Context: an optimization exercise on an open-source flow, tuned for small area, a short achievable clock period and few clock cycles per item. The choices shown serve that exercise and are no tape-out recipe.

==> 08-10 <==
Design elrek_tx, start of the top module:
module elrek_tx (
    input  wire         clk,
    input  wire         rst,
    input  wire [30:0]  seed,
    input  wire         st_valid,
    output wire         st_ready,
    input  wire [3:0]   st_type,
    input  wire [3:0]   st_seq,
    input  wire [511:0] st_payload,
    output reg          tx_valid,
    output reg  [31:0]  tx_data
);
clock: 80.0 ns
lec_check: 0
cap_margin: 20
core_margin: 2
core_utilization: 55
cts_buf_list: sky130_fd_sc_hd__clkbuf_8
cts_cluster_size: 30
slew_margin: 20
synth_hierarchical: 1
standard.sh (not shown) runs the stock make flow with config.mk's settings and CLKGATE_MAP_FILE= SYNTH_SCRIPT=/design/flow/synth_recipe.tcl, a recipe that flattens the netlist after the stock synthesis.
==> flow/flow/run.sh <==
#!/bin/bash
set -euo pipefail
bash standard.sh ABC_LOAD_IN_FF=1 \
    "BUFFER_PORTS_ARGS=-buffer_cell sky130_fd_sc_hd__buf_1" \
    "CTS_ARGS=-sink_clustering_enable -repair_clock_nets -sink_clustering_size 20 -sink_clustering_max_diameter 100 -buf_list sky130_fd_sc_hd__clkbuf_16 -dont_use_dummy_load" \
    finish > standard.log 2>&1
==> 02-26 (differences from 08-10) <==
==> flow/flow/run.sh (replaced) <==
#!/bin/bash
set -euo pipefail
bash standard.sh ABC_LOAD_IN_FF=1 \
    "BUFFER_PORTS_ARGS=-buffer_cell sky130_fd_sc_hd__buf_1" \
    "CTS_ARGS=-sink_clustering_enable -repair_clock_nets -sink_clustering_size 24 -sink_clustering_max_diameter 120 -buf_list sky130_fd_sc_hd__clkbuf_16 -dont_use_dummy_load" \
    finish > standard.log 2>&1
==> comparison table <==
metric	02-26	08-10
Launch instance of the worst register-to-register path	wp[0]	wp[3]
Final core occ	0.6210	0.6251
Layout Skew	0.03437 ns	0.06465 ns
Number of antenna violations at the first check in global routing	37	35
Via count of the first global-routing pass	26760	26770
Final period utilization	0.2217	0.2212
Detailed Route Iter0 Violations	3684	3804
Met1 routing resource usage after global routing	0.4666	0.4713
Max_slew headroom	0.2362	0.2731
H-tree Lvls	1	2
Insertion delay to the later sink of the worst-skew pair	0.65 ns	0.62 ns
Outcome	finished clean	finished clean
Share of the final layout cell area in multi-input gates	0.4295	0.4267
Via count normalized by instance count	6.363	6.376
Stage delay of the slowest cell on the critical path	0.73 ns	0.72 ns
Routed metal-1 wire length	48420 µm	48540 µm
Antenna diode instance count	25	28
No run of this note included a check of the RTL's function; only the layout flow was run.


==> run a <==
elrek_tx, a different RTL version from the one above (not shown whole).
==> flow/config.mk <==
export PLATFORM = sky130hd
export DESIGN_NAME = elrek_tx
export DESIGN_NICKNAME = elrek_tx
export VERILOG_FILES = /design/flow/design.v
export SDC_FILE = /design/flow/constraint.sdc
export NUM_CORES = 8
export LEC_CHECK = 0
export CAP_MARGIN = 20
export CORE_MARGIN = 2
export CORE_UTILIZATION = 55
export CTS_BUF_LIST = sky130_fd_sc_hd__clkbuf_8
export CTS_CLUSTER_SIZE = 30
export SLEW_MARGIN = 20
==> flow/constraint.sdc <==
create_clock -name core_clock -period 80.0 [get_ports {clk}]
set_input_delay 16.0000 -clock core_clock [delete_from_list [all_inputs] [get_ports {clk}]]
set_output_delay 16.0000 -clock core_clock [all_outputs]
set_load 0.01 [all_outputs]
==> flow/flow/run.sh <==
#!/bin/bash
set -euo pipefail
export BUFFER_PORTS_ARGS="-buffer_cell sky130_fd_sc_hd__buf_1"
bash standard.sh > standard.log 2>&1
==> run b: changes against run a <==
==> flow/run.sh (new file) <==
#!/bin/bash
# synth_recipe.tcl (not shown) runs the flow's synth.tcl, then flattens the netlist and writes it again
# the make line also repeats each setting of config.mk as NAME=value (left out here)
make -C /OpenROAD-flow-scripts/flow DESIGN_CONFIG=/design/flow/config.mk WORK_HOME=/design/flow/orfs CLKGATE_MAP_FILE= SYNTH_SCRIPT=/design/flow/synth_recipe.tcl finish
--- a/flow/config.mk
+++ b/flow/config.mk
@@ -8,6 +8,4 @@
 export CAP_MARGIN = 20
 export CORE_MARGIN = 2
-export CORE_UTILIZATION = 55
-export CTS_BUF_LIST = sky130_fd_sc_hd__clkbuf_8
-export CTS_CLUSTER_SIZE = 30
+export CORE_UTILIZATION = 40
 export SLEW_MARGIN = 20
removed: flow/flow/run.sh
removed: flow/standard.sh
==> run summary <==
Status: run a no timing/DRC/antenna violations; run b no timing/DRC/antenna violations
CLK BUF: run a 114; run b 98
End point of the critical path: run a tx_data[5]; run b tx_data[0]
Largest stage delay on the critical path: run a 0.66 ns; run b 0.62 ns
Fraction of final layout cells sized beyond drive strength 1: run a 0.1004; run b 0.09432
Placed insts: run a 4755; run b 5099
Chip Width: run a 274.1 µm; run b 320.7 µm
Highest net fanout along the worst path: run a 9; run b 8
Clock latency at the later pin of the worst-skew pair: run a 0.78 ns; run b 0.67 ns
Crit share post-route: run a 0.2200; run b 0.2234
Transition time of the tightest slew-check pin: run a 1.084 ns; run b 1.069 ns
Multi-input logic portion of the cell area: run a 0.4301; run b 0.3919
Area of the core: run a 72590 µm²; run b 99710 µm²
Metal1 wirelength: run a 54.45 mm; run b 62.72 mm
Crit path setup slack, layout: run a 62.40 ns; run b 62.13 ns
Routed wire length per instance: run a 30.21 µm; run b 30.79 µm
Crit path arrival time: run a 1.60 ns; run b 1.87 ns
Function was not checked in any run of this note: the RTL went through the layout flow alone.


==> run B: inputs <==
elrek_tx, a different RTL version from the one above (not shown whole).
// elrek_tx
module elrek_tx (
    input  wire         clk,
    input  wire         rst,
    input  wire [30:0]  seed,
    input  wire         st_valid,
    output wire         st_ready,
    input  wire [3:0]   st_type,
    input  wire [3:0]   st_seq,
    input  wire [511:0] st_payload,
    output reg          tx_valid,
    output reg  [31:0]  tx_data
);
export LEC_CHECK = 0
export CAP_MARGIN = 20
export CORE_MARGIN = 2
export CORE_UTILIZATION = 55
export CTS_BUF_LIST = sky130_fd_sc_hd__clkbuf_8
export CTS_CLUSTER_SIZE = 30
export SLEW_MARGIN = 20
export SYNTH_HIERARCHICAL = 1
create_clock -name core_clock -period 80.0 [get_ports {clk}]
==> flow/flow/run.sh <==
#!/bin/bash
set -euo pipefail
bash standard.sh ABC_LOAD_IN_FF=1 \
    "BUFFER_PORTS_ARGS=-buffer_cell sky130_fd_sc_hd__buf_1" \
    "CTS_ARGS=-sink_clustering_enable -repair_clock_nets -sink_clustering_size 20 -sink_clustering_max_diameter 100 -buf_list sky130_fd_sc_hd__clkbuf_16 -dont_use_dummy_load" \
    finish > standard.log 2>&1
==> run Z (differences from run B) <==
==> flow/flow/run.sh (replaced) <==
#!/bin/bash
set -euo pipefail
bash standard.sh ABC_LOAD_IN_FF=1 \
    "BUFFER_PORTS_ARGS=-buffer_cell sky130_fd_sc_hd__buf_1" \
    "CTS_ARGS=-sink_clustering_enable -repair_clock_nets -sink_clustering_size 14 -sink_clustering_max_diameter 60 -buf_list sky130_fd_sc_hd__clkbuf_8 -dont_use_dummy_load" \
    finish > standard.log 2>&1
==> run summary <==
item	run Z	run B
Grt met2 use	61.4%	61.5%
Ratio of cells with drive above 1 in the final layout	8.96%	8.28%
Root buf cell	sky130_fd_sc_hd__clkbuf_8	sky130_fd_sc_hd__clkbuf_16
Result of the run	finished clean	finished clean
Met3 layer usage reported by global route	7.44%	7.48%
Per-cell via count in the routed design	6.29	6.25
Final instance area	42400 µm²	42500 µm²
Layout fillers	5392	5339
Number of levels in the clock H-tree	3	2
No functional check of the RTL was part of any run of this note.

[port drivers added, routing unchanged]
In the flow no input, the clock included, has a driving cell. The finished layouts below were timed again as built, in two steps. Step 1, drivers: a clkbuf_16 drives clk and a buf_2 each remaining input, both assumed. Step 2 also shifts input and output timing later by t, the mid clock arrival at the registers, as if the neighbouring blocks saw the same clock. Slacks: ideal ports / drivers / drivers and shift; pairs: ideal ports / drivers.
run	shift t [ns]	slack for setup (ns)	worst hold slack (ns)	worst setup path after step 2	latest minus earliest clock arrival (ns)
08-10	0.658	62.301 / 62.233 / 62.292	0.458 / 0.458 / 0.458	input to register	0.065 / 0.065
02-26	0.699	62.265 / 62.200 / 62.307	0.460 / 0.460 / 0.460	input to register	0.035 / 0.035
run a of note 2	0.808	62.403 / 62.335 / 62.327	0.585 / 0.585 / 0.585	input to register	0.070 / 0.070
run b of note 2	0.732	62.130 / 62.056 / 62.421	0.580 / 0.580 / 0.580	input to register	0.023 / 0.023
run B of note 3	0.660	62.646 / 62.579 / 62.305	0.450 / 0.450 / 0.450	input to register	0.077 / 0.077
run Z of note 3	0.714	62.573 / 62.505 / 62.322	0.448 / 0.448 / 0.448	input to register	0.137 / 0.137
After both steps setup and hold are still met in every run listed. The setup slack of run B of note 3, which loses most, moves by -0.067 ns with the drivers and by -0.341 ns with both steps.
